Context: an optimization exercise on an open-source flow, tuned for small area and a short achievable clock period. The choices shown serve that exercise and are no tape-out recipe.
Only simulation tests tie the RTL to the original design; equivalence was not proved.
No activity file was given, so power comes from the tool's default toggle rates.

==> design.v <==
module ecc_rmw (
    input  wire        clk,
    input  wire        rst,           
    input  wire        in_valid,
    input  wire [71:0] in_rd_cw,      
    input  wire [63:0] in_wdata,      
    input  wire [7:0]  in_wmask,      
    input  wire [7:0]  in_wpar,       
    output reg         out_valid,
    output reg  [63:0] out_rdata,     
    output reg  [7:0]  out_rpar,      
    output reg  [7:0]  out_syndrome,  
    output reg         out_sbe,       
    output reg         out_ded,       
    output reg  [71:0] out_wr_cw,     
    output reg         out_poison     
);
    localparam [511:0] HCOL = 512'hf8c73e3d3b372f1fe0d0c8c4c2c1b0a8a4a2a1989492918c8a898685837068646261585452514c4a49464543383432312c2a292625231c1a191615130e0d0b07;
    localparam [7:0] POISON_MASK = 8'h03;
    integer k;
    wire in_syn_t0 = in_rd_cw[56] ^ in_rd_cw[60];
    wire in_syn_t1 = in_rd_cw[57] ^ in_rd_cw[61];
    wire in_syn_t2 = in_rd_cw[58] ^ in_rd_cw[59];
    wire in_syn_t3 = in_rd_cw[22] ^ in_rd_cw[62];
    wire in_syn_t4 = in_rd_cw[49] ^ in_rd_cw[63];
    wire in_syn_t5 = in_rd_cw[14] ^ in_syn_t1;
    wire in_syn_t6 = in_rd_cw[2] ^ in_syn_t0;
    wire in_syn_t7 = in_rd_cw[17] ^ in_syn_t2;
    wire in_syn_t8 = in_rd_cw[12] ^ in_rd_cw[37];
    wire in_syn_t9 = in_rd_cw[7] ^ in_rd_cw[9];
    wire in_syn_t10 = in_rd_cw[33] ^ in_rd_cw[53];
    wire in_syn_t11 = in_rd_cw[5] ^ in_rd_cw[16];
    wire in_syn_t12 = in_rd_cw[24] ^ in_rd_cw[63];
    wire in_syn_t13 = in_rd_cw[28] ^ in_rd_cw[54];
    wire in_syn_t14 = in_rd_cw[31] ^ in_rd_cw[55];
    wire in_syn_t15 = in_rd_cw[11] ^ in_rd_cw[15];
    wire in_syn_t16 = in_rd_cw[19] ^ in_rd_cw[48];
    wire in_syn_t17 = in_rd_cw[4] ^ in_rd_cw[20];
    wire in_syn_t18 = in_rd_cw[40] ^ in_rd_cw[43];
    wire in_syn_t19 = in_rd_cw[8] ^ in_rd_cw[29];
    wire in_syn_t20 = in_rd_cw[39] ^ in_rd_cw[46];
    wire in_syn_t21 = in_rd_cw[50] ^ in_rd_cw[62];
    wire in_syn_t22 = in_rd_cw[25] ^ in_rd_cw[52];
    wire in_syn_t23 = in_rd_cw[27] ^ in_rd_cw[34];
    wire in_syn_t24 = in_rd_cw[45] ^ in_rd_cw[47];
    wire in_syn_t25 = in_rd_cw[42] ^ in_rd_cw[51];
    wire in_syn_t26 = in_rd_cw[0] ^ in_rd_cw[36];
    wire in_syn_t27 = in_rd_cw[13] ^ in_rd_cw[23];
    wire in_syn_t28 = in_rd_cw[35] ^ in_rd_cw[38];
    wire in_syn_t29 = in_rd_cw[21] ^ in_rd_cw[26];
    wire in_syn_t30 = in_rd_cw[1] ^ in_rd_cw[10];
    wire in_syn_t31 = in_rd_cw[18] ^ in_rd_cw[32];
    wire in_syn_t32 = in_rd_cw[41] ^ in_rd_cw[44];
    wire in_syn_t33 = in_rd_cw[3] ^ in_rd_cw[6];
    wire in_syn_t34 = in_syn_t10 ^ in_syn_t12;
    wire in_syn_t35 = in_syn_t15 ^ in_syn_t31;
    wire in_syn_t36 = in_syn_t4 ^ in_syn_t24;
    wire in_syn_t37 = in_syn_t3 ^ in_syn_t22;
    wire in_syn_t38 = in_syn_t21 ^ in_syn_t28;
    wire in_syn_t39 = in_rd_cw[30] ^ in_syn_t29;
    wire in_syn_t40 = in_syn_t13 ^ in_syn_t23;
    wire in_syn_t41 = in_syn_t20 ^ in_syn_t25;
    wire in_syn_t42 = in_syn_t17 ^ in_syn_t30;
    wire in_syn_t43 = in_syn_t8 ^ in_syn_t33;
    wire in_syn_t44 = in_syn_t9 ^ in_syn_t19;
    wire in_syn_t45 = in_rd_cw[7] ^ in_rd_cw[11];
    wire in_syn_t46 = in_rd_cw[41] ^ in_rd_cw[45];
    wire in_syn_t47 = in_rd_cw[57] ^ in_rd_cw[64];
    wire in_syn_t48 = in_syn_t2 ^ in_syn_t11;
    wire in_syn_t49 = in_syn_t26 ^ in_syn_t27;
    wire in_syn_t50 = in_syn_t45 ^ in_syn_t46;
    wire in_syn_t51 = in_syn_t47 ^ in_syn_t6;
    wire in_syn_t52 = in_syn_t38 ^ in_syn_t39;
    wire in_syn_t53 = in_syn_t42 ^ in_syn_t48;
    wire in_syn_t54 = in_syn_t49 ^ in_syn_t50;
    wire in_syn_t55 = in_syn_t51 ^ in_syn_t52;
    wire in_syn_t56 = in_syn_t53 ^ in_syn_t54;
    wire in_syn_t57 = in_syn_t55 ^ in_syn_t56;
    wire in_syn_t58 = in_rd_cw[0] ^ in_rd_cw[8];
    wire in_syn_t59 = in_rd_cw[24] ^ in_rd_cw[27];
    wire in_syn_t60 = in_rd_cw[31] ^ in_rd_cw[35];
    wire in_syn_t61 = in_rd_cw[56] ^ in_rd_cw[65];
    wire in_syn_t62 = in_syn_t3 ^ in_syn_t58;
    wire in_syn_t63 = in_syn_t59 ^ in_syn_t60;
    wire in_syn_t64 = in_syn_t61 ^ in_syn_t5;
    wire in_syn_t65 = in_syn_t7 ^ in_syn_t41;
    wire in_syn_t66 = in_syn_t42 ^ in_syn_t43;
    wire in_syn_t67 = in_syn_t62 ^ in_syn_t63;
    wire in_syn_t68 = in_syn_t64 ^ in_syn_t65;
    wire in_syn_t69 = in_syn_t66 ^ in_syn_t67;
    wire in_syn_t70 = in_syn_t68 ^ in_syn_t69;
    wire in_syn_t71 = in_rd_cw[5] ^ in_rd_cw[9];
    wire in_syn_t72 = in_rd_cw[21] ^ in_rd_cw[28];
    wire in_syn_t73 = in_rd_cw[47] ^ in_rd_cw[58];
    wire in_syn_t74 = in_rd_cw[66] ^ in_syn_t1;
    wire in_syn_t75 = in_syn_t18 ^ in_syn_t26;
    wire in_syn_t76 = in_syn_t71 ^ in_syn_t72;
    wire in_syn_t77 = in_syn_t73 ^ in_syn_t6;
    wire in_syn_t78 = in_syn_t35 ^ in_syn_t37;
    wire in_syn_t79 = in_syn_t43 ^ in_syn_t74;
    wire in_syn_t80 = in_syn_t75 ^ in_syn_t76;
    wire in_syn_t81 = in_syn_t77 ^ in_syn_t78;
    wire in_syn_t82 = in_syn_t79 ^ in_syn_t80;
    wire in_syn_t83 = in_syn_t81 ^ in_syn_t82;
    wire in_syn_t84 = in_rd_cw[1] ^ in_rd_cw[3];
    wire in_syn_t85 = in_rd_cw[15] ^ in_rd_cw[25];
    wire in_syn_t86 = in_rd_cw[38] ^ in_rd_cw[39];
    wire in_syn_t87 = in_rd_cw[40] ^ in_rd_cw[44];
    wire in_syn_t88 = in_rd_cw[59] ^ in_rd_cw[67];
    wire in_syn_t89 = in_syn_t16 ^ in_syn_t27;
    wire in_syn_t90 = in_syn_t84 ^ in_syn_t85;
    wire in_syn_t91 = in_syn_t86 ^ in_syn_t87;
    wire in_syn_t92 = in_syn_t88 ^ in_syn_t5;
    wire in_syn_t93 = in_syn_t6 ^ in_syn_t34;
    wire in_syn_t94 = in_syn_t44 ^ in_syn_t89;
    wire in_syn_t95 = in_syn_t90 ^ in_syn_t91;
    wire in_syn_t96 = in_syn_t92 ^ in_syn_t93;
    wire in_syn_t97 = in_syn_t94 ^ in_syn_t95;
    wire in_syn_t98 = in_syn_t96 ^ in_syn_t97;
    wire in_syn_t99 = in_rd_cw[4] ^ in_rd_cw[6];
    wire in_syn_t100 = in_rd_cw[18] ^ in_rd_cw[19];
    wire in_syn_t101 = in_rd_cw[26] ^ in_rd_cw[42];
    wire in_syn_t102 = in_rd_cw[43] ^ in_rd_cw[61];
    wire in_syn_t103 = in_rd_cw[68] ^ in_syn_t0;
    wire in_syn_t104 = in_syn_t4 ^ in_syn_t11;
    wire in_syn_t105 = in_syn_t32 ^ in_syn_t99;
    wire in_syn_t106 = in_syn_t100 ^ in_syn_t101;
    wire in_syn_t107 = in_syn_t102 ^ in_syn_t7;
    wire in_syn_t108 = in_syn_t40 ^ in_syn_t44;
    wire in_syn_t109 = in_syn_t103 ^ in_syn_t104;
    wire in_syn_t110 = in_syn_t105 ^ in_syn_t106;
    wire in_syn_t111 = in_syn_t107 ^ in_syn_t108;
    wire in_syn_t112 = in_syn_t109 ^ in_syn_t110;
    wire in_syn_t113 = in_syn_t111 ^ in_syn_t112;
    wire in_syn_t114 = in_rd_cw[10] ^ in_rd_cw[12];
    wire in_syn_t115 = in_rd_cw[13] ^ in_rd_cw[16];
    wire in_syn_t116 = in_rd_cw[30] ^ in_rd_cw[33];
    wire in_syn_t117 = in_rd_cw[34] ^ in_rd_cw[46];
    wire in_syn_t118 = in_rd_cw[60] ^ in_rd_cw[69];
    wire in_syn_t119 = in_syn_t14 ^ in_syn_t16;
    wire in_syn_t120 = in_syn_t114 ^ in_syn_t115;
    wire in_syn_t121 = in_syn_t116 ^ in_syn_t117;
    wire in_syn_t122 = in_syn_t118 ^ in_syn_t5;
    wire in_syn_t123 = in_syn_t7 ^ in_syn_t35;
    wire in_syn_t124 = in_syn_t36 ^ in_syn_t119;
    wire in_syn_t125 = in_syn_t120 ^ in_syn_t121;
    wire in_syn_t126 = in_syn_t122 ^ in_syn_t123;
    wire in_syn_t127 = in_syn_t124 ^ in_syn_t125;
    wire in_syn_t128 = in_syn_t126 ^ in_syn_t127;
    wire in_syn_t129 = in_rd_cw[20] ^ in_rd_cw[23];
    wire in_syn_t130 = in_rd_cw[29] ^ in_rd_cw[32];
    wire in_syn_t131 = in_rd_cw[50] ^ in_rd_cw[51];
    wire in_syn_t132 = in_rd_cw[70] ^ in_syn_t14;
    wire in_syn_t133 = in_syn_t129 ^ in_syn_t130;
    wire in_syn_t134 = in_syn_t131 ^ in_syn_t34;
    wire in_syn_t135 = in_syn_t37 ^ in_syn_t39;
    wire in_syn_t136 = in_syn_t40 ^ in_syn_t132;
    wire in_syn_t137 = in_syn_t133 ^ in_syn_t134;
    wire in_syn_t138 = in_syn_t135 ^ in_syn_t136;
    wire in_syn_t139 = in_syn_t137 ^ in_syn_t138;
    wire in_syn_t140 = in_rd_cw[36] ^ in_rd_cw[37];
    wire in_syn_t141 = in_rd_cw[48] ^ in_rd_cw[52];
    wire in_syn_t142 = in_rd_cw[53] ^ in_rd_cw[54];
    wire in_syn_t143 = in_rd_cw[55] ^ in_rd_cw[71];
    wire in_syn_t144 = in_syn_t18 ^ in_syn_t32;
    wire in_syn_t145 = in_syn_t140 ^ in_syn_t141;
    wire in_syn_t146 = in_syn_t142 ^ in_syn_t143;
    wire in_syn_t147 = in_syn_t36 ^ in_syn_t38;
    wire in_syn_t148 = in_syn_t41 ^ in_syn_t144;
    wire in_syn_t149 = in_syn_t145 ^ in_syn_t146;
    wire in_syn_t150 = in_syn_t147 ^ in_syn_t148;
    wire in_syn_t151 = in_syn_t149 ^ in_syn_t150;
    wire [7:0] in_syn = {in_syn_t151, in_syn_t139, in_syn_t128, in_syn_t113, in_syn_t98, in_syn_t83, in_syn_t70, in_syn_t57};
    reg [7:0] in_wpar_err;
    always @(*) begin
        for (k = 0; k < 8; k = k + 1)
            in_wpar_err[k] = in_wmask[k] && ((^in_wdata[8*k +: 8]) == in_wpar[k]);
    end
    reg        s0_valid;
    reg [63:0] s0_rd_data;
    reg [7:0]  s0_syn;
    reg [63:0] s0_wdata;
    reg [7:0]  s0_wmask;
    reg        s0_wpar_err;
    always @(posedge clk) begin
        if (rst) begin
            s0_valid <= 1'b0;
        end else begin
            s0_valid <= in_valid;
        end
        s0_rd_data  <= in_rd_cw[63:0];
        s0_syn      <= in_syn;
        s0_wdata    <= in_wdata;
        s0_wmask    <= in_wmask;
        s0_wpar_err <= |in_wpar_err;
    end
    reg [15:0] syn_lo, syn_hi;
    always @(*) begin
        for (k = 0; k < 16; k = k + 1) begin
            syn_lo[k] = (s0_syn[3:0] == k);
            syn_hi[k] = (s0_syn[7:4] == k);
        end
    end
    reg [63:0] flip_data;
    reg [7:0]  flip_check;
    reg [7:0]  flip_byte;    
    always @(*) begin
        for (k = 0; k < 64; k = k + 1)
            flip_data[k] = syn_lo[HCOL[8*k +: 4]] & syn_hi[HCOL[8*k+4 +: 4]];
        for (k = 0; k < 8; k = k + 1) begin
            flip_check[k] = (s0_syn == (8'h01 << k));
            flip_byte[k]  = |flip_data[8*k +: 8];
        end
    end
    wire sbe = (|flip_byte) | (|flip_check);
    wire ded = (s0_syn != 8'h00) && !sbe;
    wire [63:0] corr_data = s0_rd_data ^ flip_data;
    reg [7:0] corr_par;
    always @(*) begin
        for (k = 0; k < 8; k = k + 1)
            corr_par[k] = ~^s0_rd_data[8*k +: 8] ^ flip_byte[k];
    end
    reg [63:0] merged;
    reg [63:0] premerged;
    reg [7:0]  kept_flip;    
    always @(*) begin
        for (k = 0; k < 8; k = k + 1) begin
            merged[8*k +: 8]    = s0_wmask[k] ? s0_wdata[8*k +: 8] : corr_data[8*k +: 8];
            premerged[8*k +: 8] = s0_wmask[k] ? s0_wdata[8*k +: 8] : s0_rd_data[8*k +: 8];
            kept_flip[k]        = !s0_wmask[k] && flip_byte[k];
        end
    end
    wire need_read = (s0_wmask != 8'hff);
    wire poison    = (need_read && ded) || s0_wpar_err;
    wire pm_check_t0 = premerged[56] ^ premerged[58];
    wire pm_check_t1 = premerged[59] ^ premerged[60];
    wire pm_check_t2 = premerged[57] ^ premerged[61];
    wire pm_check_t3 = premerged[35] ^ premerged[62];
    wire pm_check_t4 = premerged[53] ^ premerged[63];
    wire pm_check_t5 = premerged[12] ^ pm_check_t2;
    wire pm_check_t6 = premerged[0] ^ pm_check_t0;
    wire pm_check_t7 = premerged[7] ^ pm_check_t1;
    wire pm_check_t8 = premerged[39] ^ premerged[42];
    wire pm_check_t9 = premerged[1] ^ premerged[24];
    wire pm_check_t10 = premerged[17] ^ premerged[34];
    wire pm_check_t11 = premerged[10] ^ premerged[30];
    wire pm_check_t12 = premerged[15] ^ premerged[18];
    wire pm_check_t13 = premerged[48] ^ premerged[49];
    wire pm_check_t14 = premerged[14] ^ premerged[33];
    wire pm_check_t15 = premerged[27] ^ premerged[31];
    wire pm_check_t16 = premerged[16] ^ premerged[63];
    wire pm_check_t17 = premerged[25] ^ premerged[40];
    wire pm_check_t18 = premerged[52] ^ premerged[62];
    wire pm_check_t19 = premerged[4] ^ premerged[5];
    wire pm_check_t20 = premerged[38] ^ premerged[45];
    wire pm_check_t21 = premerged[50] ^ premerged[55];
    wire pm_check_t22 = premerged[36] ^ premerged[41];
    wire pm_check_t23 = premerged[23] ^ premerged[26];
    wire pm_check_t24 = premerged[9] ^ premerged[43];
    wire pm_check_t25 = premerged[21] ^ premerged[22];
    wire pm_check_t26 = premerged[8] ^ premerged[29];
    wire pm_check_t27 = premerged[6] ^ premerged[28];
    wire pm_check_t28 = premerged[2] ^ premerged[3];
    wire pm_check_t29 = premerged[19] ^ premerged[44];
    wire pm_check_t30 = premerged[11] ^ premerged[47];
    wire pm_check_t31 = premerged[51] ^ premerged[54];
    wire pm_check_t32 = premerged[37] ^ premerged[46];
    wire pm_check_t33 = pm_check_t4 ^ pm_check_t21;
    wire pm_check_t34 = premerged[32] ^ pm_check_t30;
    wire pm_check_t35 = premerged[20] ^ pm_check_t15;
    wire pm_check_t36 = premerged[13] ^ pm_check_t14;
    wire pm_check_t37 = pm_check_t3 ^ pm_check_t22;
    wire pm_check_t38 = pm_check_t26 ^ pm_check_t29;
    wire pm_check_t39 = pm_check_t18 ^ pm_check_t25;
    wire pm_check_t40 = pm_check_t24 ^ pm_check_t27;
    wire pm_check_t41 = pm_check_t8 ^ pm_check_t32;
    wire pm_check_t42 = pm_check_t10 ^ pm_check_t16;
    wire pm_check_t43 = pm_check_t17 ^ pm_check_t28;
    wire pm_check_t44 = pm_check_t12 ^ pm_check_t34;
    wire pm_check_t45 = pm_check_t5 ^ pm_check_t6;
    wire pm_check_t46 = pm_check_t31 ^ pm_check_t33;
    wire pm_check_t47 = pm_check_t7 ^ pm_check_t38;
    wire pm_check_t48 = pm_check_t20 ^ pm_check_t37;
    wire pm_check_t49 = premerged[1] ^ premerged[2];
    wire pm_check_t50 = premerged[11] ^ premerged[13];
    wire pm_check_t51 = premerged[16] ^ premerged[20];
    wire pm_check_t52 = premerged[21] ^ premerged[50];
    wire pm_check_t53 = premerged[57] ^ pm_check_t11;
    wire pm_check_t54 = pm_check_t19 ^ pm_check_t23;
    wire pm_check_t55 = pm_check_t49 ^ pm_check_t50;
    wire pm_check_t56 = pm_check_t51 ^ pm_check_t52;
    wire pm_check_t57 = pm_check_t6 ^ pm_check_t7;
    wire pm_check_t58 = pm_check_t53 ^ pm_check_t54;
    wire pm_check_t59 = pm_check_t55 ^ pm_check_t56;
    wire pm_check_t60 = pm_check_t48 ^ pm_check_t57;
    wire pm_check_t61 = pm_check_t58 ^ pm_check_t59;
    wire pm_check_t62 = pm_check_t60 ^ pm_check_t61;
    wire pm_check_t63 = premerged[3] ^ premerged[4];
    wire pm_check_t64 = premerged[6] ^ premerged[8];
    wire pm_check_t65 = premerged[10] ^ premerged[14];
    wire pm_check_t66 = premerged[17] ^ premerged[22];
    wire pm_check_t67 = premerged[51] ^ premerged[59];
    wire pm_check_t68 = pm_check_t3 ^ pm_check_t9;
    wire pm_check_t69 = pm_check_t63 ^ pm_check_t64;
    wire pm_check_t70 = pm_check_t65 ^ pm_check_t66;
    wire pm_check_t71 = pm_check_t67 ^ pm_check_t35;
    wire pm_check_t72 = pm_check_t41 ^ pm_check_t68;
    wire pm_check_t73 = pm_check_t69 ^ pm_check_t70;
    wire pm_check_t74 = pm_check_t45 ^ pm_check_t71;
    wire pm_check_t75 = pm_check_t72 ^ pm_check_t73;
    wire pm_check_t76 = pm_check_t74 ^ pm_check_t75;
    wire pm_check_t77 = premerged[5] ^ premerged[36];
    wire pm_check_t78 = premerged[37] ^ premerged[60];
    wire pm_check_t79 = pm_check_t77 ^ pm_check_t78;
    wire pm_check_t80 = pm_check_t39 ^ pm_check_t40;
    wire pm_check_t81 = pm_check_t43 ^ pm_check_t79;
    wire pm_check_t82 = pm_check_t44 ^ pm_check_t45;
    wire pm_check_t83 = pm_check_t80 ^ pm_check_t81;
    wire pm_check_t84 = pm_check_t82 ^ pm_check_t83;
    wire pm_check_t85 = premerged[9] ^ premerged[15];
    wire pm_check_t86 = premerged[23] ^ premerged[38];
    wire pm_check_t87 = premerged[39] ^ premerged[48];
    wire pm_check_t88 = premerged[56] ^ pm_check_t2;
    wire pm_check_t89 = pm_check_t4 ^ pm_check_t9;
    wire pm_check_t90 = pm_check_t85 ^ pm_check_t86;
    wire pm_check_t91 = pm_check_t87 ^ pm_check_t36;
    wire pm_check_t92 = pm_check_t43 ^ pm_check_t88;
    wire pm_check_t93 = pm_check_t89 ^ pm_check_t90;
    wire pm_check_t94 = pm_check_t47 ^ pm_check_t91;
    wire pm_check_t95 = pm_check_t92 ^ pm_check_t93;
    wire pm_check_t96 = pm_check_t94 ^ pm_check_t95;
    wire pm_check_t97 = premerged[18] ^ premerged[26];
    wire pm_check_t98 = premerged[27] ^ premerged[41];
    wire pm_check_t99 = premerged[42] ^ premerged[49];
    wire pm_check_t100 = premerged[54] ^ premerged[61];
    wire pm_check_t101 = pm_check_t0 ^ pm_check_t19;
    wire pm_check_t102 = pm_check_t97 ^ pm_check_t98;
    wire pm_check_t103 = pm_check_t99 ^ pm_check_t100;
    wire pm_check_t104 = pm_check_t40 ^ pm_check_t42;
    wire pm_check_t105 = pm_check_t101 ^ pm_check_t102;
    wire pm_check_t106 = pm_check_t103 ^ pm_check_t47;
    wire pm_check_t107 = pm_check_t104 ^ pm_check_t105;
    wire pm_check_t108 = pm_check_t106 ^ pm_check_t107;
    wire pm_check_t109 = premerged[19] ^ premerged[31];
    wire pm_check_t110 = premerged[45] ^ premerged[46];
    wire pm_check_t111 = premerged[55] ^ premerged[58];
    wire pm_check_t112 = pm_check_t1 ^ pm_check_t11;
    wire pm_check_t113 = pm_check_t13 ^ pm_check_t109;
    wire pm_check_t114 = pm_check_t110 ^ pm_check_t111;
    wire pm_check_t115 = pm_check_t5 ^ pm_check_t36;
    wire pm_check_t116 = pm_check_t42 ^ pm_check_t112;
    wire pm_check_t117 = pm_check_t113 ^ pm_check_t114;
    wire pm_check_t118 = pm_check_t44 ^ pm_check_t115;
    wire pm_check_t119 = pm_check_t116 ^ pm_check_t117;
    wire pm_check_t120 = pm_check_t118 ^ pm_check_t119;
    wire pm_check_t121 = premerged[24] ^ premerged[25];
    wire pm_check_t122 = premerged[28] ^ premerged[29];
    wire pm_check_t123 = premerged[30] ^ premerged[32];
    wire pm_check_t124 = premerged[33] ^ premerged[34];
    wire pm_check_t125 = pm_check_t23 ^ pm_check_t121;
    wire pm_check_t126 = pm_check_t122 ^ pm_check_t123;
    wire pm_check_t127 = pm_check_t124 ^ pm_check_t35;
    wire pm_check_t128 = pm_check_t39 ^ pm_check_t125;
    wire pm_check_t129 = pm_check_t126 ^ pm_check_t46;
    wire pm_check_t130 = pm_check_t127 ^ pm_check_t128;
    wire pm_check_t131 = pm_check_t129 ^ pm_check_t130;
    wire pm_check_t132 = premerged[40] ^ premerged[43];
    wire pm_check_t133 = premerged[44] ^ premerged[47];
    wire pm_check_t134 = premerged[52] ^ pm_check_t13;
    wire pm_check_t135 = pm_check_t132 ^ pm_check_t133;
    wire pm_check_t136 = pm_check_t41 ^ pm_check_t134;
    wire pm_check_t137 = pm_check_t135 ^ pm_check_t46;
    wire pm_check_t138 = pm_check_t48 ^ pm_check_t136;
    wire pm_check_t139 = pm_check_t137 ^ pm_check_t138;
    wire [7:0] pm_check = {pm_check_t139, pm_check_t131, pm_check_t120, pm_check_t108, pm_check_t96, pm_check_t84, pm_check_t76, pm_check_t62};
    wire [7:0] pm_check_corr = pm_check ^ s0_syn;
    wire [7:0] new_check = ((|kept_flip) ? pm_check_corr : pm_check)
                         ^ (poison ? POISON_MASK : 8'h00);
    always @(posedge clk) begin
        if (rst) begin
            out_valid <= 1'b0;
        end else begin
            out_valid <= s0_valid;
        end
        out_rdata    <= corr_data;
        out_rpar     <= corr_par;
        out_syndrome <= s0_syn;
        out_sbe      <= sbe;
        out_ded      <= ded;
        out_wr_cw    <= {new_check, merged};
        out_poison   <= poison;
    end
endmodule
==> flow/run.sh <==
#!/bin/bash
# Standard layout with plain port buffers, no CTS dummy loads.
set -euo pipefail
export BUFFER_PORTS_ARGS="-buffer_cell sky130_fd_sc_hd__buf_2"
export CTS_ARGS="-sink_clustering_enable -repair_clock_nets -dont_use_dummy_load"
bash standard.sh > standard.log 2>&1
==> standard.sh <==
#!/bin/bash
# synth_recipe.tcl (not shown) runs the flow's synth.tcl, then flattens the netlist and writes it again
# the make line also repeats each setting of config.mk as NAME=value (left out here)
make -C /OpenROAD-flow-scripts/flow DESIGN_CONFIG=/design/flow/config.mk WORK_HOME=/design/flow/orfs CLKGATE_MAP_FILE= SYNTH_SCRIPT=/design/flow/synth_recipe.tcl "${@:-finish}"
==> config.mk <==
export PLATFORM = sky130hd
export DESIGN_NAME = ecc_rmw
export DESIGN_NICKNAME = ecc_rmw
export VERILOG_FILES = /design/flow/design.v
export SDC_FILE = /design/flow/constraint.sdc
export NUM_CORES = 4
export LEC_CHECK = 0
export ABC_AREA = 1
export CAP_MARGIN = 20
export CORE_MARGIN = 2
export CORE_UTILIZATION = 40
export SETUP_SLACK_MARGIN = 3.2
export SLEW_MARGIN = 20
==> constraint.sdc <==
create_clock -name core_clock -period 5.5 [get_ports {clk}]
set_input_delay 1.1000 -clock core_clock [delete_from_list [all_inputs] [get_ports {clk}]]
set_output_delay 1.1000 -clock core_clock [all_outputs]
set_load 0.01 [all_outputs]
==> impl_metrics.env, run 1 <==
export IMPL_status="timing/DRC/antenna clean"
export IMPL_async_flop_share_pct=0
export IMPL_nNetsFinal=2332
export IMPL_place_port_buffers=310
export IMPL_avgSynthCellArea_um2=7.95
export IMPL_antenna_found_initial=1
export IMPL_power_density_mw_per_mm2=398
export IMPL_fp_dieH_um=193
export IMPL_fp_dieW_um=193
export IMPL_placed_cells=2553
export IMPL_syn_area_mm2=0.0143
export IMPL_grt_pass1_wl_um=72800
export IMPL_totalWireLength_um=51300
export IMPL_synth_top_cells_by_area="dfxtp_1 42%, nand2_1 18%, xnor2_1 14%"
export IMPL_worstSetupEndpoint="out_wr_cw[69]"
export IMPL_finalSetupViolCount=0
export IMPL_cp_startpoint="s0_rd_data[19]"
export IMPL_grt_pass1_vias=11900
export IMPL_drtIter0Drc=633
export IMPL_clk_insertion_delay_late_ns=0.54
export IMPL_clock_sinks=302
export IMPL_finalSetupTns_ns=0
export IMPL_vias=12400
export IMPL_yosysTopAreaCellShare_pct=42.3
export IMPL_rows=69
export IMPL_grt_ovfl_total=0
export IMPL_core_area_mm2=0.0354
export IMPL_synth_top_area_cell="dfxtp_1"
export IMPL_syn_to_final_growth_pct=26.6
export IMPL_dpl_hpwl_um=42900
export IMPL_fin_worst_skew_ns=0.0498
export IMPL_end_kind="flip-flop"
export IMPL_numCtsBuffers=34
export IMPL_ys_types=29
export IMPL_stdcell_count=2637
export IMPL_period_needed_ns=2.24
export IMPL_dieArea_mm2=0.0372
export IMPL_root_buffer="clkbuf_16"
export IMPL_rsz0062_at_grt="true"
export IMPL_synth_cells=1797
export IMPL_final_common_cell="nand2_1"
export IMPL_dr_pass1_iters=5
export IMPL_ys_warn_count=1
export IMPL_final_cell_mix="640 x nand2_1, 310 x buf_2, 286 x dfxtp_1, 225 x xnor2_1, 187 x xor2_1"
export IMPL_cts_hold_buf=0
export IMPL_start_util_pct=40.4
export IMPL_r2r_start="s0_rd_data[19]"
export IMPL_path_common_cell="nand2_1"
export IMPL_cpPeakStageDelay_ns=0.55
export IMPL_reg2regPathDepth=13
export IMPL_power_static_leakage_nw=9.05
export IMPL_slew_headroom_pct=53.7
export IMPL_cp_cell_sequence="inv_1 -> o21ai_1 -> xnor2_1 -> xnor2_1 -> inv_1 -> nand2_1 -> nand2_1 -> nand2_1 -> nand2_1 -> nand2_2 -> nand2_1 -> nand2_1 -> nand2_1"
export IMPL_synth_seq_cells=302
export IMPL_drive_above_1_share_pct=25.8
export IMPL_clk_pin_slew_ns=0.05
export IMPL_critPathLaunchType="flip-flop"
export IMPL_gp_congestion=0.959
export IMPL_ir_worst_vdd_mv=0.250
export IMPL_grt_usage_pct=27.1
export IMPL_crit_fanout=3
export IMPL_period_share_pct=40.7
export IMPL_tightest_slew_ns=0.691
export IMPL_yosysSeqAreaShare_pct=42.3
export IMPL_crit_slowest_cell="o21ai_1"
export IMPL_maxCapViolations=0
export IMPL_detail_route_antenna_nets=0
export IMPL_syn_nets=1952
export IMPL_tritoncts="yes"
export IMPL_worstReg2RegEnd="out_wr_cw[69]"
export IMPL_synth_ff_type="dfxtp_1"
export IMPL_cp_required_ns=5.88
export IMPL_cp_arrival_ns=2.63
export IMPL_min_path_type="reg -> reg"
export IMPL_critPathKind="reg -> reg"
export IMPL_rrSetupSlack_ns=3.26
export IMPL_drc=0
export IMPL_synth_edff_count=0
export IMPL_ctsLongestPathBuffers=3
export IMPL_hold_viol=0
export IMPL_route_detailed_vias_per_inst=4.72
export IMPL_max_freq_mhz=446
export IMPL_wl_per_cell_um=19.5
export IMPL_slew_viol_final=0
export IMPL_htreeDepth=2
export IMPL_ios=311
export IMPL_grt_max_degree=22
[area by class of cell]
class | count | area, µm²
Inverter | 146 | 567
Fill cell | 3472 | 17300
Timing Repair Buffer | 360 | 1980
Multi-Input combinational cell | 1333 | 8010
Sequential cell | 302 | 6110
Clock buffer | 34 | 851
Antenna cell | 1 | 2.50
Tap cell | 461 | 577
[synthesized netlist by cell type (6+ instances only)]
| cell type | instances |
|---|---|
| nand4_1 | 9 |
| buf_6 | 6 |
| nand2_2 | 17 |
| o21ai_2 | 27 |
| o21ai_1 | 10 |
| nand2_1 | 668 |
| nor2_1 | 75 |
| xor2_1 | 189 |
| inv_1 | 133 |
| xnor2_1 | 232 |
| nand3_1 | 58 |
| nor2_2 | 12 |
| dfxtp_1 | 302 |
| o21ai_0 | 12 |
| inv_2 | 10 |
[repair_timing]
item,4_1_cts,5_1_grt
resized for setup,73,77
pin swaps,3,18
buffers inserted,9,40
endpoints found under the setup margin,12,11
[where the power goes]
| part | total (mW) | switching, mW | internal [mW] |
|---|---|---|---|
| sequential | 2.67 | 0.170 | 2.50 |
| clock | 1.90 | 0.817 | 1.08 |
| combinational | 2.63 | 1.66 | 0.974 |
[critical path: cells and delay by family, from the launching register on]
family                    cells  cell delay [ns]
and+or+nand+nor               8             0.48
buffers and inverters         2             0.13
xor gates and xnor gates      2             0.60
AOI/OAI and AO/OA             1             0.55
DFF                           1             0.34
[routing by layer]
metal	global-route usage, %	vias up	routed length, µm
met5	0	-	0
met4	11.8	0	2290
met3	3.93	102	3270
met2	46.0	475	24100
met1	34.3	5684	21700
li1	-	6185	-
[worst min-delay path by stage]
stage	startpoint	end	slack [ns]	depth (start not counted)
floorplan	s0_syn[4]	out_syndrome[4]	0.38	0
global placement	s0_valid	out_valid	0.40	2
detailed placement	s0_valid	out_valid	0.40	2
CTS	s0_valid	out_valid	0.41	2
global route	s0_valid	out_valid	0.43	2
finish	s0_valid	out_valid	0.41	2
[cell families after synthesis]
family	count (synthesis)	synth area share (%)
buf+inv	162	4.67
compound gates	55	2.77
flops	302	42.3
simple gates	853	24.0
xor+xnor	425	26.3
[stage by stage]
stage	hold WS [ns]	worst slack (ns)	utilization [%]	instance area [µm²]	total power [mW]
after floorplan	0.376	3.22	-	14300	4.15
after global placement	0.400	2.66	46.1	16300	4.96
after detailed placement	0.403	2.64	46.1	16300	4.97
after CTS	0.413	3.16	49.3	17500	7.01
after global routing	0.431	3.15	51.1	18100	7.56
final	0.409	3.26	51.1	18100	7.20
[state kept, by name (all words and copies together), names as in the netlist]
signal / count
out_sbe: 1
out_rdata: 64
s0_wmask: 8
s0_rd_data: 64
out_rpar: 8
s0_syn: 8
out_ded: 1
s0_wpar_err: 1
out_wr_cw: 72
s0_valid: 1
out_poison: 1
s0_wdata: 64
out_valid: 1
out_syndrome: 8
==> run 2: changes to the inputs <==
--- a/config.mk
+++ b/config.mk
@@ -9,5 +9,6 @@
 export CAP_MARGIN = 20
 export CORE_MARGIN = 2
 export CORE_UTILIZATION = 40
-export SETUP_SLACK_MARGIN = 3.2
+export SETUP_SLACK_MARGIN = 3.3
 export SLEW_MARGIN = 20
+export TNS_END_PERCENT = 20
==> impl_metrics.env, run 2 <==
export IMPL_core_area_mm2=0.0354
export IMPL_finalSetupTns_ns=0
export IMPL_drive_above_1_share_pct=27.2
export IMPL_syn_area_mm2=0.0143
export IMPL_synthTopCellsByCount="668 x nand2_1, 302 x dfxtp_1, 232 x xnor2_1, 189 x xor2_1, 133 x inv_1"
export IMPL_clk_insertion_delay_late_ns=0.57
export IMPL_ir_worst_vdd_mv=0.283
export IMPL_slew_headroom_pct=57.8
export IMPL_gp_congestion=1.01
export IMPL_grt_pass1_wl_um=74900
export IMPL_yosysTopAreaCellShare_pct=42.3
export IMPL_dpl_hpwl_um=45000
export IMPL_place_port_buffers=310
export IMPL_largest_reg_flops=72
export IMPL_reg2regPathDepth=14
export IMPL_fin_worst_skew_ns=0.0213
export IMPL_drc=0
export IMPL_dieArea_mm2=0.0372
export IMPL_power_density_mw_per_mm2=390
export IMPL_fp_dieH_um=193
export IMPL_totalWireLength_um=53700
export IMPL_critPathLaunchType="input port"
export IMPL_ys_types=29
export IMPL_max_freq_mhz=449
export IMPL_grt_max_degree=22
export IMPL_rows=69
export IMPL_met2_length_um=24700
export IMPL_period_needed_ns=2.23
export IMPL_synth_edff_count=0
export IMPL_grt_pass1_vias=12000
export IMPL_dpl_cell_area_mm2=0.0163
export IMPL_min_path_type="reg -> reg"
export IMPL_nNetsFinal=2329
export IMPL_syn_nets=1952
export IMPL_clk_pin_slew_ns=0.06
export IMPL_yosysSeqAreaShare_pct=42.3
export IMPL_r2r_start="s0_syn[1]"
export IMPL_synth_top_cells_by_area="dfxtp_1 42%, nand2_1 18%, xnor2_1 14%"
export IMPL_detail_route_antenna_nets=0
export IMPL_wl_met1_um=22400
export IMPL_final_util_pct=51.3
export IMPL_ios=311
export IMPL_final_common_cell="nand2_1"
export IMPL_cts_hold_buf=0
export IMPL_final_area_mm2=0.0181
export IMPL_worstReg2RegEnd="out_wr_cw[68]"
export IMPL_drtIter0Drc=902
export IMPL_wl_met3_um=3790
export IMPL_status="timing/DRC/antenna clean"
export IMPL_clock_sinks=302
export IMPL_fill_cells=3465
export IMPL_ys_warn_count=1
export IMPL_cp_arrival_ns=2.68
export IMPL_cp_startpoint="in_rd_cw[58]"
export IMPL_tightest_slew_ns=0.629
export IMPL_synth_cells=1797
export IMPL_dr_pass1_iters=6
export IMPL_synth_seq_cells=302
export IMPL_root_buffer="clkbuf_16"
export IMPL_rrSetupSlack_ns=3.30
export IMPL_worstSetupEndpoint="s0_syn[1]"
export IMPL_fp_dieW_um=193
export IMPL_ctsLongestPathBuffers=3
export IMPL_cp_required_ns=5.95
export IMPL_htreeDepth=1
export IMPL_slew_viol_final=0
export IMPL_critPathKind="in -> reg"
export IMPL_synth_top_area_cell="dfxtp_1"
export IMPL_route_detailed_vias_per_inst=4.77
export IMPL_highest_layer="met4"
export IMPL_finalSetupViolCount=0
export IMPL_holdWs_ns=0.376
export IMPL_grt_ovfl_total=0
export IMPL_numCtsBuffers=31
export IMPL_async_flop_share_pct=0
export IMPL_period_share_pct=40.5
export IMPL_final_cell_mix="616 x nand2_1, 310 x buf_2, 285 x dfxtp_1, 224 x xnor2_1, 184 x xor2_1"
export IMPL_avgSynthCellArea_um2=7.95
export IMPL_synth_ff_type="dfxtp_1"
export IMPL_end_kind="flip-flop"
export IMPL_grt_usage_pct=27.9
export IMPL_vias=12600
export IMPL_tritoncts="yes"
export IMPL_yosysMostFrequentCell="nand2_1"
export IMPL_hold_viol=0
export IMPL_power_static_leakage_nw=9.07
export IMPL_start_util_pct=40.4
export IMPL_maxCapViolations=0
export IMPL_crit_fanout=3
export IMPL_syn_to_final_growth_pct=27.0
export IMPL_antenna_found_initial=2
export IMPL_rsz0062_at_grt="true"
export IMPL_largest_register="out_wr_cw"
export IMPL_wl_per_cell_um=20.4
[run 2: cell counts after synthesis]
No cell type changed its count.
[run 2: per-layer routing]
layer	vias to the layer above	global-route usage [%]
met5	-	0
met4	0	13.1
met3	128	5.48
met2	503	46.2
met1	5763	35.1
li1	6169	-
[run 2: where the power goes]
part	internal (mW)	total (mW)	leakage [nW]	switching (mW)
registers	2.49	2.67	2.55	0.180
logic	0.948	2.65	6.14	1.70
clock network	0.977	1.77	0.382	0.790
total	4.41	7.08	9.07	2.67
[run 2: layout make-up]
cell class / count / area [µm²] / area share (%)
Multi-Input combinational cell: 1333 / 8160 / 45.0
Sequential cell: 302 / 6090 / 33.6
Timing Repair Buffer: 360 / 1980 / 10.9
Clock buffer: 31 / 776 / 4.27
Tap cell: 461 / 577 / 3.18
Inverter: 146 / 566 / 3.12
Antenna cell: 1 / 2.50 / 0.0138
[run 2: worst min-delay path by stage]
stage | startpoint | endpoint | cells after the start
floorplan | s0_syn[4] | out_syndrome[4] | 0
global placement | s0_valid | out_valid | 2
detailed placement | s0_valid | out_valid | 2
CTS | s0_syn[2] | out_syndrome[2] | 0
global route | s0_syn[3] | out_syndrome[3] | 0
finish | s0_syn[3] | out_syndrome[3] | 0
[run 2: critical path, stage by stage]
cell     delay [ns]
buf_2          0.15
xnor2_1        0.46
xor2_2         0.32
xnor2_1        0.19
xor2_1         0.19
xor2_1         0.26
[run 2: logic make-up after synthesis]
| group | share of synthesized area, % |
|---|---|
| DFF | 42.3 |
| and+or+nand+nor | 24.0 |
| buffers and inverters | 4.67 |
| AOI/OAI and AO/OA | 2.77 |
| xor gates and xnor gates | 26.3 |
[run 2: what timing repair did]
item | 4_1_cts | 5_1_grt
gates cloned | 0 | 0
gates resized for setup | 58 | 132
endpoints found under the hold margin | 0 | 0
pin swaps | 2 | 15
buffers inserted | 8 | 41
setup endpoints to repair | 15 | 20
[run 2: stage by stage]
stage / worst slack, ns / total power [mW] / std cells
after floorplan: 3.28 / 4.15 / 1797
after global placement: 2.54 / 5.02 / 2553
after detailed placement: 2.54 / 5.02 / 2553
after CTS: 3.23 / 6.87 / 2592
after global routing: 3.21 / 7.43 / 2634
final: 3.27 / 7.08 / 2634
==> run 3: changes to the inputs <==
==> config.mk (replaced) <==
export PLATFORM = sky130hd
export DESIGN_NAME = ecc_rmw
export DESIGN_NICKNAME = ecc_rmw
export VERILOG_FILES = /design/flow/design.v
export SDC_FILE = /design/flow/constraint.sdc
export NUM_CORES = 4
export LEC_CHECK = 0
export CAP_MARGIN = 20
export CORE_MARGIN = 2
export CORE_UTILIZATION = 40
export SETUP_SLACK_MARGIN = 3.25
export SLEW_MARGIN = 20
==> impl_metrics.env, run 3 <==
export IMPL_status="timing/DRC/antenna clean"
export IMPL_syn_nets=1354
export IMPL_drive_above_1_share_pct=38.8
export IMPL_place_port_buffers=310
export IMPL_htreeDepth=2
export IMPL_min_from="s0_valid"
export IMPL_p_seq_share_pct=34.0
export IMPL_vias=9982
export IMPL_antenna_found_initial=1
export IMPL_largest_reg_flops=72
export IMPL_ios=311
export IMPL_wl_per_cell_um=22.9
export IMPL_final_common_cell="xnor2_1"
export IMPL_drc=0
export IMPL_dpl_hpwl_um=36300
export IMPL_combPwrFrac_pct=42.6
export IMPL_rows=67
export IMPL_syn_to_final_growth_pct=32.1
export IMPL_grt_pass1_vias=10000
export IMPL_ys_types=60
export IMPL_cp_required_ns=5.89
export IMPL_numCtsBuffers=34
export IMPL_nNetsFinal=1744
export IMPL_crit_slowest_cell="dfxtp_4"
export IMPL_fin_worst_skew_ns=0.0515
export IMPL_yosysMostFrequentCell="xnor2_1"
export IMPL_p_int_mw=5.26
export IMPL_fp_dieH_um=187
export IMPL_power_density_mw_per_mm2=458
export IMPL_finalSetupViolCount=0
export IMPL_largest_register="out_wr_cw"
export IMPL_slew_headroom_pct=61.7
export IMPL_max_freq_mhz=421
export IMPL_final_util_pct=53.3
export IMPL_crit_fanout=8
export IMPL_path_common_cell="xnor2_1"
export IMPL_synth_top_cells_by_area="dfxtp_1 45%, xnor2_1 25%, xor2_1 6.5%"
export IMPL_clock_power_share_pct=23.4
export IMPL_period_needed_ns=2.37
export IMPL_path_delay_family="XOR/XNOR gates"
export IMPL_cts_hold_buf=0
export IMPL_route_detailed_vias_per_inst=4.90
export IMPL_hold_viol=0
export IMPL_clk_insertion_delay_late_ns=0.52
export IMPL_cp_startpoint="s0_wmask[3]"
export IMPL_critPathKind="reg -> reg"
export IMPL_cpPeakStageDelay_ns=0.36
export IMPL_dieArea_mm2=0.0351
export IMPL_r2r_start="s0_wmask[3]"
export IMPL_synthTopCellsByCount="388 x xnor2_1, 302 x dfxtp_1, 100 x xor2_1, 70 x nand2_1, 64 x mux2_2"
export IMPL_detail_route_antenna_nets=0
export IMPL_maxCapViolations=0
export IMPL_totalWireLength_um=46600
export IMPL_start_util_pct=40.3
export IMPL_ctsLongestPathBuffers=3
export IMPL_grt_max_degree=31
export IMPL_clk_pin_slew_ns=0.06
export IMPL_yosysSeqAreaShare_pct=44.9
export IMPL_ir_worst_vdd_mv=0.277
export IMPL_yosysTopAreaCellShare_pct=44.9
export IMPL_avgSynthCellArea_um2=11.2
export IMPL_final_cell_mix="361 x xnor2_1, 310 x buf_2, 287 x dfxtp_1, 95 x xor2_1, 66 x nand2_1"
export IMPL_synth_top_area_cell="dfxtp_1"
export IMPL_async_flop_share_pct=0
export IMPL_pre_cts_slack_ns=1.87
export IMPL_synth_edff_count=0
export IMPL_synth_seq_cells=302
export IMPL_cp_num_buf_inv=1
export IMPL_ys_warn_count=1
export IMPL_tightest_slew_ns=0.573
export IMPL_layout_setup_ws_ns=3.13
export IMPL_p_switching_mw=2.87
export IMPL_grt_pass1_wl_um=66800
export IMPL_period_share_pct=43.2
export IMPL_core_area_mm2=0.0334
export IMPL_rsz0062_at_grt="true"
export IMPL_critPathLaunchType="flip-flop"
export IMPL_power_static_leakage_nw=7.31
export IMPL_tritoncts="yes"
export IMPL_root_buffer="clkbuf_16"
export IMPL_drtIter0Drc=613
export IMPL_synth_cells=1199
export IMPL_finalSetupTns_ns=0
export IMPL_cp_cell_sequence="buf_12 -> mux2i_4 -> xor2_1 -> xnor2_1 -> xnor2_1 -> xnor2_2 -> xnor3_1 -> xor2_1 -> xnor2_1"
export IMPL_synth_ff_type="dfxtp_1"
export IMPL_slew_viol_final=0
export IMPL_fill_cells=3086
export IMPL_end_kind="flip-flop"
export IMPL_grt_ovfl_total=0
export IMPL_min_path_type="reg -> reg"
export IMPL_gp_congestion=0.913
export IMPL_grt_usage_pct=26.1
export IMPL_cp_arrival_ns=2.77
export IMPL_dr_pass1_iters=5
export IMPL_clock_sinks=302
export IMPL_fp_dieW_um=187
export IMPL_sw_frac_of_total_pct=35.3
export IMPL_syn_area_mm2=0.0135
run 3: changes by cell type after synthesis, moves of 27 or more:
| cell | previous run | this run |
|---|---|---|
| xnor2_1 | 232 | 388 |
| nand2_1 | 668 | 70 |
| nand3_1 | 58 | 5 |
| inv_1 | 133 | 5 |
| o21ai_2 | 27 | 0 |
| xor2_1 | 189 | 100 |
| mux2i_1 | 0 | 60 |
| mux2_2 | 0 | 64 |
| nor2_1 | 75 | 27 |
run 3: through the flow:
stage | hold slack (ns) | power (mW) | cells | cell area, µm²
3_3_place_gp | 0.441 | 5.48 | 1924 | 15400
3_5_place_dp | 0.442 | 5.49 | 1924 | 15400
6_report | 0.445 | 8.13 | 2036 | 17800
5_1_grt | 0.467 | 8.46 | 2036 | 17800
4_1_cts | 0.449 | 7.89 | 2013 | 17300
2_1_floorplan | 0.332 | 4.67 | 1199 | 13500
run 3: cell families after synthesis:
family / after synthesis / share of synthesized area [%]
xor+xnor: 495 / 32.9
buf+inv: 49 / 2.05
flops: 302 / 44.9
simple gates: 165 / 6.87
mux: 128 / 10.3
compound gates: 60 / 2.89
run 3: worst register-to-register path, stage by stage, from the launching register on:
cell	delay (ns)
dfxtp_4	0.36
buf_12	0.13
mux2i_4	0.34
xor2_1	0.21
xnor2_1	0.18
xnor2_1	0.14
xnor2_2	0.28
xnor3_1	0.28
xor2_1	0.17
xnor2_1	0.15
run 3: area by class of cell:
class / instances / area (µm²) / area share, %
Multi-Input combinational cell: 848 / 7790 / 43.9
Timing Repair Buffer: 394 / 2410 / 13.6
Tap cell: 448 / 561 / 3.15
Sequential cell: 302 / 6100 / 34.3
Antenna cell: 1 / 2.50 / 0.0141
Inverter: 9 / 46.3 / 0.261
Clock buffer: 34 / 851 / 4.79
run 3: layer usage:
metal	track usage, %	routed length, µm	up-vias
li1	-	-	4691
met1	35.0	20200	4793
met2	42.7	21700	428
met3	5.18	3420	70
met4	7.33	1270	0
met5	0	0	-
run 3: path summary, 6_finish.rpt:
kind              slack [ns]  cells past startpoint             to
setup reg to reg        3.13                      9  out_wr_cw[67]
setup / recovery        3.13                      9  out_wr_cw[67]
hold / removal          0.45                      1      out_valid
hold reg to reg         0.45                      1      out_valid
run 3: power by group through the flow:
stage | clock network, mW | logic [mW] | registers (mW)
floorplan | 0 | 1.92 | 2.75
global placement | 0 | 2.63 | 2.84
detailed placement | 0 | 2.65 | 2.84
CTS | 1.94 | 3.17 | 2.78
global route | 2.02 | 3.65 | 2.79
finish | 1.90 | 3.46 | 2.77
run 3: repair_timing:
| item | CTS | global route |
|---|---|---|
| hold endpoints to repair | 0 | 0 |
| gates cloned | 3 | 1 |
| pin swaps | 28 | 27 |
| resized for setup | 120 | 54 |
| setup buffers | 52 | 21 |
| setup endpoints to repair | 98 | 12 |
==> run 4: changes to the inputs <==
--- a/config.mk
+++ b/config.mk
@@ -5,8 +5,9 @@
 export SDC_FILE = /design/flow/constraint.sdc
 export NUM_CORES = 4
 export LEC_CHECK = 0
+export ABC_AREA = 1
 export CAP_MARGIN = 20
 export CORE_MARGIN = 2
-export CORE_UTILIZATION = 40
+export CORE_UTILIZATION = 65
 export SETUP_SLACK_MARGIN = 3.25
 export SLEW_MARGIN = 20
==> impl_metrics.env, run 4 <==
export IMPL_synthTopCellsByCount="668 x nand2_1, 302 x dfxtp_1, 232 x xnor2_1, 189 x xor2_1, 133 x inv_1"
export IMPL_htreeDepth=1
export IMPL_critPathLaunchType="flip-flop"
export IMPL_p_switching_mw=2.71
export IMPL_cp_cell_sequence="nand2_1 -> nor2_1 -> nand2_1 -> nand2_1 -> nor2_2 -> nand2_2 -> nand2_1 -> nand2_1 -> nor2_4 -> nand2_4 -> nand2_1 -> nand3b_1 -> nand2_1 -> inv_1"
export IMPL_grt_max_degree=22
export IMPL_min_from="s0_syn[6]"
export IMPL_rrSetupSlack_ns=3.10
export IMPL_period_needed_ns=2.40
export IMPL_whs_path_depth=0
export IMPL_clock_sinks=302
export IMPL_p_int_mw=4.42
export IMPL_finalSetupTns_ns=0
export IMPL_drc=0
export IMPL_grt_ovfl_total=0
export IMPL_dieArea_mm2=0.0232
export IMPL_drtIter0Drc=1423
export IMPL_route_detailed_vias_per_inst=5.59
export IMPL_cpPeakStageDelay_ns=0.40
export IMPL_sw_frac_of_total_pct=38.0
export IMPL_drive_above_1_share_pct=27.9
export IMPL_largest_reg_flops=72
export IMPL_rsz0062_at_grt="true"
export IMPL_place_port_buffers=310
export IMPL_gp_congestion=1.04
export IMPL_slew_viol_final=0
export IMPL_wl_per_cell_um=21.6
export IMPL_grt_pass1_vias=12800
export IMPL_finalSetupViolCount=0
export IMPL_dpl_hpwl_um=39100
export IMPL_holdWs_ns=0.449
export IMPL_async_flop_share_pct=0
export IMPL_nNetsFinal=2331
export IMPL_clock_power_share_pct=23.7
export IMPL_final_cell_mix="610 x nand2_1, 310 x buf_2, 285 x dfxtp_1, 225 x xnor2_1, 186 x xor2_1"
export IMPL_synth_edff_count=0
export IMPL_largest_register="out_wr_cw"
export IMPL_grt_pass1_wl_um=73500
export IMPL_tightest_slew_ns=0.545
export IMPL_path_common_cell="nand2_1"
export IMPL_ys_warn_count=1
export IMPL_crit_slowest_cell="dfxtp_4"
export IMPL_cp_arrival_ns=2.82
export IMPL_ys_types=29
export IMPL_vias=13700
export IMPL_ctsLongestPathBuffers=3
export IMPL_maxCapViolations=0
export IMPL_fin_worst_skew_ns=0.0619
export IMPL_reg2regPathDepth=14
export IMPL_ir_worst_vdd_mv=0.347
export IMPL_min_path_type="reg -> reg"
export IMPL_worstReg2RegEnd="out_wr_cw[71]"
export IMPL_rows=54
export IMPL_ios=311
export IMPL_clk_insertion_delay_late_ns=0.57
export IMPL_status="timing/DRC/antenna clean"
export IMPL_power_static_leakage_nw=9.07
export IMPL_synth_ff_type="dfxtp_1"
export IMPL_dr_pass1_iters=5
export IMPL_core_area_mm2=0.0217
export IMPL_syn_to_final_growth_pct=25.9
export IMPL_critPathKind="reg -> reg"
export IMPL_syn_area_mm2=0.0143
export IMPL_crit_fanout=8
export IMPL_yosysMostFrequentCell="nand2_1"
export IMPL_hold_viol=0
export IMPL_max_freq_mhz=417
export IMPL_synth_top_cells_by_area="dfxtp_1 42%, nand2_1 18%, xnor2_1 14%"
export IMPL_start_util_pct=65.9
export IMPL_slew_headroom_pct=63.4
export IMPL_detail_route_antenna_nets=0
export IMPL_synth_seq_cells=302
export IMPL_avgSynthCellArea_um2=7.95
export IMPL_period_share_pct=43.6
export IMPL_power_density_mw_per_mm2=396
export IMPL_fp_dieW_um=152
export IMPL_hold_path_endpoint="out_syndrome[6]"
export IMPL_syn_nets=1952
export IMPL_synth_top_area_cell="dfxtp_1"
export IMPL_totalWireLength_um=53100
export IMPL_clk_pin_slew_ns=0.06
export IMPL_p_seq_share_pct=37.7
export IMPL_fp_dieH_um=152
export IMPL_multi_input_area_mm2=0.00819
export IMPL_end_kind="flip-flop"
export IMPL_seq_area_mm2=0.00611
export IMPL_fill_cells=1272
export IMPL_tritoncts="yes"
export IMPL_yosysTopAreaCellShare_pct=42.3
export IMPL_root_buffer="clkbuf_16"
export IMPL_final_common_cell="nand2_1"
export IMPL_cp_required_ns=5.92
export IMPL_yosysSeqAreaShare_pct=42.3
export IMPL_numCtsBuffers=29
export IMPL_combPwrFrac_pct=38.6
export IMPL_antenna_found_initial=2
export IMPL_synth_cells=1797
export IMPL_grt_usage_pct=41.5
export IMPL_r2r_start="s0_syn[3]"
## run 4: cell count changes in the layout (fill, tap and decap cells not counted), sizes merged, moves of 31 or more
cell and delta:
xnor2 -155, mux2 -64, mux2i -64, nand3 +54
nor2 +60, xor2 +92, o21ai +31, nand2 +618
inv +132
## run 4: cells by family after synthesis
group                     after synthesis  share of synthesized area (%)
xor gates and xnor gates              425                           26.3
DFF                                   302                           42.3
and+or+nand+nor                       853                           24.0
AOI/OAI and AO/OA                      55                           2.77
buffers and inverters                 162                           4.67
## run 4: how the worst max path moves through the flow
stage	depth (start not counted)	from	end
global placement	17	s0_wmask[5]	out_wr_cw[64]
detailed placement	17	s0_wmask[5]	out_wr_cw[64]
finish	14	s0_syn[3]	out_wr_cw[71]
global route	9	s0_wmask[0]	out_wr_cw[65]
CTS	17	s0_syn[2]	out_wr_cw[64]
floorplan	6	in_rd_cw[56]	s0_syn[0]
## run 4: cell type report
type | instances | area share [%]
multi-input combinational | 1333 | 45.5
sequential | 302 | 33.9
timing repair buffer | 364 | 11.4
clock buffer | 29 | 4.03
inverter | 146 | 3.16
tap | 280 | 1.95
antenna | 1 | 0.0139
## run 4: worst max-delay path: cells and delay by family, from the launching register on
kind	cells	cell delay [ns]
buffers and inverters	1	0.04
flip-flops	1	0.40
AND/OR/NAND/NOR	13	1.81
## run 4: metrics by stage
stage / utilization (%) / setup slack (ns) / cells / cell area, µm² / power (mW)
final: 83.0 / 3.10 / 2455 / 18000 / 7.13
after floorplan: - / 3.25 / 1797 / 14300 / 4.15
after global placement: 74.1 / 2.86 / 2371 / 16100 / 4.87
after detailed placement: 74.1 / 2.81 / 2371 / 16100 / 4.92
after CTS: 78.6 / 3.22 / 2409 / 17100 / 6.67
after global routing: 83.0 / 3.11 / 2455 / 18000 / 7.38
## run 4: power groups by stage
stage                     logic, mW  clock network, mW  registers, mW
after global placement         2.18                  0           2.69
after CTS                      2.33               1.68           2.66
after global routing           2.92               1.77           2.70
final                          2.75               1.69           2.69
after floorplan                1.43                  0           2.72
after detailed placement       2.23                  0           2.69
## run 4: metal layers
metal | track usage [%] | up-vias | share of wire, %
met2 | 68.6 | 1045 | 46
li1 | - | 6176 | -
met5 | 0 | - | 0.024
met3 | 9.98 | 261 | 12
met4 | 24.0 | 2 | 7.4
met1 | 49.5 | 6251 | 35
## run 4: repair_timing
item | CTS | global route
endpoints found under the setup margin | 9 | 8
hold buffers | 0 | 0
buffers inserted | 9 | 45
endpoints found under the hold margin | 0 | 0
pin swaps | 2 | 21
resized for setup | 67 | 148
==> run 5: changes to the inputs <==
--- a/config.mk
+++ b/config.mk
@@ -8,6 +8,6 @@
 export ABC_AREA = 1
 export CAP_MARGIN = 20
 export CORE_MARGIN = 2
-export CORE_UTILIZATION = 65
+export CORE_UTILIZATION = 40
 export SETUP_SLACK_MARGIN = 3.25
 export SLEW_MARGIN = 20
==> impl_metrics.env, run 5 <==
export IMPL_status="timing/DRC/antenna clean"
export IMPL_clk_pin_slew_ns=0.06
export IMPL_synthTopCellsByCount="668 x nand2_1, 302 x dfxtp_1, 232 x xnor2_1, 189 x xor2_1, 133 x inv_1"
export IMPL_yosysMostFrequentCell="nand2_1"
export IMPL_ios=311
export IMPL_rows=69
export IMPL_slew_headroom_pct=55.7
export IMPL_core_area_mm2=0.0354
export IMPL_fp_dieH_um=193
export IMPL_place_port_buffers=310
export IMPL_combPwrFrac_pct=38.0
export IMPL_ys_warn_count=1
export IMPL_synth_edff_count=0
export IMPL_synth_top_area_cell="dfxtp_1"
export IMPL_synth_top_cells_by_area="dfxtp_1 42%, nand2_1 18%, xnor2_1 14%"
export IMPL_power_static_leakage_nw=9.17
export IMPL_async_flop_share_pct=0
export IMPL_cp_required_ns=5.96
export IMPL_grt_max_degree=22
export IMPL_tightest_slew_ns=0.660
export IMPL_tritoncts="yes"
export IMPL_totalWireLength_um=52200
export IMPL_finalSetupViolCount=0
export IMPL_p_seq_share_pct=37.2
export IMPL_period_needed_ns=2.18
export IMPL_cp_cell_sequence="buf_2 -> xnor2_1 -> xor2_2 -> xnor2_1 -> xor2_1 -> xor2_1"
export IMPL_grt_usage_pct=27.3
export IMPL_sw_frac_of_total_pct=37.3
export IMPL_end_kind="flip-flop"
export IMPL_grt_pass1_vias=12100
export IMPL_dpl_hpwl_um=43500
export IMPL_cp_arrival_ns=2.64
export IMPL_p_switching_mw=2.67
export IMPL_yosysSeqAreaShare_pct=42.3
export IMPL_ctsLongestPathBuffers=3
export IMPL_antenna_found_initial=1
export IMPL_avgSynthCellArea_um2=7.95
export IMPL_critPathLaunchType="input port"
export IMPL_maxCapViolations=0
export IMPL_drtIter0Drc=814
export IMPL_syn_area_mm2=0.0143
export IMPL_fin_worst_skew_ns=0.0153
export IMPL_dr_pass1_iters=7
export IMPL_detail_route_antenna_nets=0
export IMPL_yosysTopAreaCellShare_pct=42.3
export IMPL_critPathKind="in -> reg"
export IMPL_dieArea_mm2=0.0372
export IMPL_grt_pass1_wl_um=73400
export IMPL_cpPeakStageDelay_ns=0.42
export IMPL_syn_nets=1952
export IMPL_largest_register="out_wr_cw"
export IMPL_p_int_mw=4.48
export IMPL_synth_cells=1797
export IMPL_hold_viol=0
export IMPL_synth_seq_cells=302
export IMPL_final_common_cell="nand2_1"
export IMPL_final_cell_mix="612 x nand2_1, 310 x buf_2, 285 x dfxtp_1, 224 x xnor2_1, 183 x xor2_1"
export IMPL_largest_reg_flops=72
export IMPL_syn_to_final_growth_pct=28.1
export IMPL_drc=0
export IMPL_htreeDepth=1
export IMPL_max_freq_mhz=458
export IMPL_numCtsBuffers=31
export IMPL_root_buffer="clkbuf_16"
export IMPL_nNetsFinal=2332
export IMPL_synth_ff_type="dfxtp_1"
export IMPL_ir_worst_vdd_mv=0.262
export IMPL_slew_viol_final=0
export IMPL_ys_types=29
export IMPL_grt_ovfl_total=0
export IMPL_vias=12600
export IMPL_crit_fanout=3
export IMPL_gp_congestion=1.01
export IMPL_clk_insertion_delay_late_ns=0.56
export IMPL_finalSetupTns_ns=0
export IMPL_route_detailed_vias_per_inst=4.76
export IMPL_drive_above_1_share_pct=28.2
export IMPL_wl_per_cell_um=19.8
export IMPL_power_density_mw_per_mm2=390
export IMPL_period_share_pct=39.7
export IMPL_fp_dieW_um=193
export IMPL_final_util_pct=51.7
export IMPL_crit_slowest_cell="xnor2_1"
export IMPL_clock_sinks=302
export IMPL_min_path_type="reg -> reg"
export IMPL_start_util_pct=40.4
export IMPL_rsz0062_at_grt="true"
export IMPL_clock_power_share_pct=24.9
run 5: cell types whose count changed in the layout (fill, tap and decap cells not counted), sizes merged:
cell	delta
diode	+1
clkbuf	+1
run 5: final timing paths:
path,startpoint,endpoint,slack (ns),depth (start not counted)
max,in_rd_cw[58],s0_syn[1],3.32,6
max reg2reg,s0_syn[5],out_wr_cw[65],3.34,16
min reg2reg,s0_valid,out_valid,0.41,2
min,s0_valid,out_valid,0.41,2
run 5: power by group through the flow:
stage	Combinational, mW	Sequential (mW)	Clock (mW)
6_report	2.71	2.66	1.78
5_1_grt	2.95	2.68	1.90
4_1_cts	2.40	2.66	1.82
3_5_place_dp	2.28	2.70	0
3_3_place_gp	2.26	2.70	0
2_1_floorplan	1.43	2.72	0
run 5: worst max-delay path: cells and delay by family:
| kind | cells | cell delay (ns) |
|---|---|---|
| xor gates and xnor gates | 5 | 1.40 |
| buffers and inverters | 1 | 0.14 |
run 5: cells by family after synthesis:
group | share of synthesized area [%]
flops | 42.3
compound gates | 2.77
xor+xnor | 26.3
simple gates | 24.0
buf+inv | 4.67
run 5: layer usage:
| layer | global-route usage, % | vias to the layer above | share of wire (%) |
|---|---|---|---|
| li1 | - | 6167 | - |
| met1 | 34.7 | 5783 | 41 |
| met2 | 45.4 | 509 | 47 |
| met3 | 5.10 | 107 | 7.7 |
| met4 | 11.6 | 0 | 4.6 |
| met5 | 0 | - | 0 |
run 5: what timing repair did:
action,in CTS,in global routing
hold endpoints to repair,0,0
setup endpoints to repair,10,10
pin swaps,2,25
hold buffers,0,0
buffers inserted,8,44
resized for setup,73,154
run 5: through the flow:
stage	setup slack, ns	instances	hold slack [ns]	power (mW)	cell area [µm²]
2_1_floorplan	3.25	1797	0.376	4.15	14300
3_3_place_gp	2.58	2553	0.390	4.96	16300
3_5_place_dp	2.60	2553	0.401	4.97	16300
4_1_cts	3.23	2592	0.410	6.88	17400
5_1_grt	3.22	2637	0.430	7.52	18300
6_report	3.32	2638	0.406	7.15	18300
run 5: area by class of cell:
cell class                 count  area [µm²]
fill                        3470       17100
multi-input combinational   1333        8260
sequential                   302        6110
timing repair buffer         363        2010
clock buffer                  31         776
tap                          461         577
inverter                     146         566
antenna                        2        5.00
==> run 6: changes to the inputs <==
--- a/config.mk
+++ b/config.mk
@@ -9,5 +9,6 @@
 export CAP_MARGIN = 20
 export CORE_MARGIN = 2
 export CORE_UTILIZATION = 40
+export PLACE_DENSITY = 0.45
 export SETUP_SLACK_MARGIN = 3.25
 export SLEW_MARGIN = 20
==> impl_metrics.env, run 6 <==
export IMPL_critPathKind="reg -> reg"
export IMPL_synth_ff_type="dfxtp_1"
export IMPL_core_area_mm2=0.0354
export IMPL_fin_worst_skew_ns=0.0730
export IMPL_clk_pin_slew_ns=0.06
export IMPL_synth_top_area_cell="dfxtp_1"
export IMPL_rows=69
export IMPL_cp_arrival_ns=2.60
export IMPL_critPathLaunchType="flip-flop"
export IMPL_slew_headroom_pct=66.3
export IMPL_grt_pass1_wl_um=74900
export IMPL_grt_ovfl_total=0
export IMPL_drive_above_1_share_pct=29.7
export IMPL_synth_cells=1797
export IMPL_start_util_pct=40.4
export IMPL_drtIter0Drc=663
export IMPL_end_kind="flip-flop"
export IMPL_grt_usage_pct=28.1
export IMPL_power_static_leakage_nw=9.26
export IMPL_crit_fanout=8
export IMPL_route_detailed_vias_per_inst=4.71
export IMPL_drc=0
export IMPL_use_met2_pct=47.0
export IMPL_yosysTopAreaCellShare_pct=42.3
export IMPL_cp_required_ns=5.89
export IMPL_ys_warn_count=1
export IMPL_detail_route_antenna_nets=0
export IMPL_clk_insertion_delay_late_ns=0.56
export IMPL_power_density_mw_per_mm2=398
export IMPL_rrSetupSlack_ns=3.29
export IMPL_avgSynthCellArea_um2=7.95
export IMPL_ctsLongestPathBuffers=3
export IMPL_final_common_cell="nand2_1"
export IMPL_rsz0062_at_grt="true"
export IMPL_synth_top_cells_by_area="dfxtp_1 42%, nand2_1 18%, xnor2_1 14%"
export IMPL_tritoncts="yes"
export IMPL_nNetsFinal=2354
export IMPL_ir_worst_vdd_mv=0.224
export IMPL_dr_pass1_iters=6
export IMPL_htreeDepth=2
export IMPL_use_met3_pct=4.98
export IMPL_synth_seq_cells=302
export IMPL_synthTopCellsByCount="668 x nand2_1, 302 x dfxtp_1, 232 x xnor2_1, 189 x xor2_1, 133 x inv_1"
export IMPL_antenna_found_initial=5
export IMPL_ios=311
export IMPL_finalSetupViolCount=0
export IMPL_numCtsBuffers=35
export IMPL_grt_pass1_vias=12200
export IMPL_root_buffer="clkbuf_16"
export IMPL_dieArea_mm2=0.0372
export IMPL_slew_viol_final=0
export IMPL_period_needed_ns=2.21
export IMPL_max_freq_mhz=452
export IMPL_maxCapViolations=0
export IMPL_gp_congestion=0.995
export IMPL_syn_area_mm2=0.0143
export IMPL_final_cell_mix="594 x nand2_1, 310 x buf_2, 286 x dfxtp_1, 222 x xnor2_1, 183 x xor2_1"
export IMPL_finalSetupTns_ns=0
export IMPL_yosysMostFrequentCell="nand2_1"
export IMPL_min_path_type="reg -> reg"
export IMPL_placed_cells=2554
export IMPL_yosysSeqAreaShare_pct=42.3
export IMPL_totalWireLength_um=53200
export IMPL_dpl_hpwl_um=44000
export IMPL_async_flop_share_pct=0
export IMPL_syn_nets=1952
export IMPL_grt_use_met1_pct=35.9
export IMPL_grt_max_degree=22
export IMPL_status="timing/DRC/antenna clean"
export IMPL_fill_cells=3493
export IMPL_fp_dieH_um=193
run 6: cell types whose count changed in the layout (fill, tap and decap cells not counted), sizes merged:
cell | before | now
buf | 363 | 381
diode | 2 | 1
clkbuf | 31 | 35
run 6: final timing paths:
path             start       endpoint  cells after the start
max          s0_syn[7]  out_wr_cw[68]                     15
min           s0_valid      out_valid                      2
max reg2reg  s0_syn[7]  out_wr_cw[68]                     15
min reg2reg   s0_valid      out_valid                      2
run 6: cell families after synthesis:
| logic type | synth area share (%) |
|---|---|
| simple gates | 24.0 |
| buf+inv | 4.67 |
| compound gates | 2.77 |
| flops | 42.3 |
| xor+xnor | 26.3 |
run 6: layer usage:
layer  up-vias  part of all wire [%]  routed length [µm]
met5         -                 0.079                  42
met4         6                   3.6                1930
met3       109                   6.1                3230
met2       422                    47               25100
met1      5780                    43               22800
li1       6207                     -                   -
run 6: power breakdown:
| part | total, mW | internal, mW | switching (mW) |
|---|---|---|---|
| clock network | 1.96 | 1.11 | 0.842 |
| registers | 2.66 | 2.49 | 0.164 |
| logic | 2.80 | 1.07 | 1.73 |
run 6: layout make-up:
cell class | count | area [µm²] | share of cell area [%]
timing repair buffer | 381 | 2210 | 11.9
inverter | 146 | 571 | 3.06
antenna | 1 | 2.50 | 0.0134
tap | 461 | 577 | 3.10
clock buffer | 35 | 876 | 4.70
multi-input combinational | 1333 | 8280 | 44.5
sequential | 302 | 6110 | 32.8
run 6: worst max-delay path, cell delays in order (launching register included):
cell and delay [ns]:
dfxtp_4 0.36, inv_2 0.08, nand2_2 0.13, nor2_4 0.29
nand2_2 0.17, nand2_1 0.09, nor2_1 0.04, nand2_1 0.12
nand2_1 0.08, nand2_2 0.12, nor2_4 0.06, nand2_4 0.13
nand2_1 0.10, nand3b_1 0.16, nand2_1 0.07, inv_1 0.03
run 6: timing repair:
| action | in CTS | in global routing |
|---|---|---|
| setup endpoints to repair | 12 | 10 |
| buffers inserted | 20 | 49 |
| resized for setup | 112 | 126 |
| pin swaps | 8 | 27 |
run 6: metrics by stage:
step | worst slack, ns | util [%] | area [µm²] | power (mW) | hold WS (ns)
final | 3.29 | 52.6 | 18600 | 7.41 | 0.403
after global routing | 3.21 | 52.6 | 18600 | 7.80 | 0.434
after CTS | 3.25 | 50.2 | 17800 | 7.16 | 0.405
after detailed placement | 2.58 | 46.1 | 16300 | 4.98 | 0.397
after global placement | 2.57 | 46.1 | 16300 | 4.98 | 0.390
after floorplan | 3.25 | - | 14300 | 4.15 | 0.376

Check on run 6: ideal ports give 3.288 ns setup slack; a clkbuf_16 on the clock port and buf_2 on the inputs give 3.288 ns; moving port delays by the midpoint clock arrival (0.580 ns) as well gives 2.773 ns.
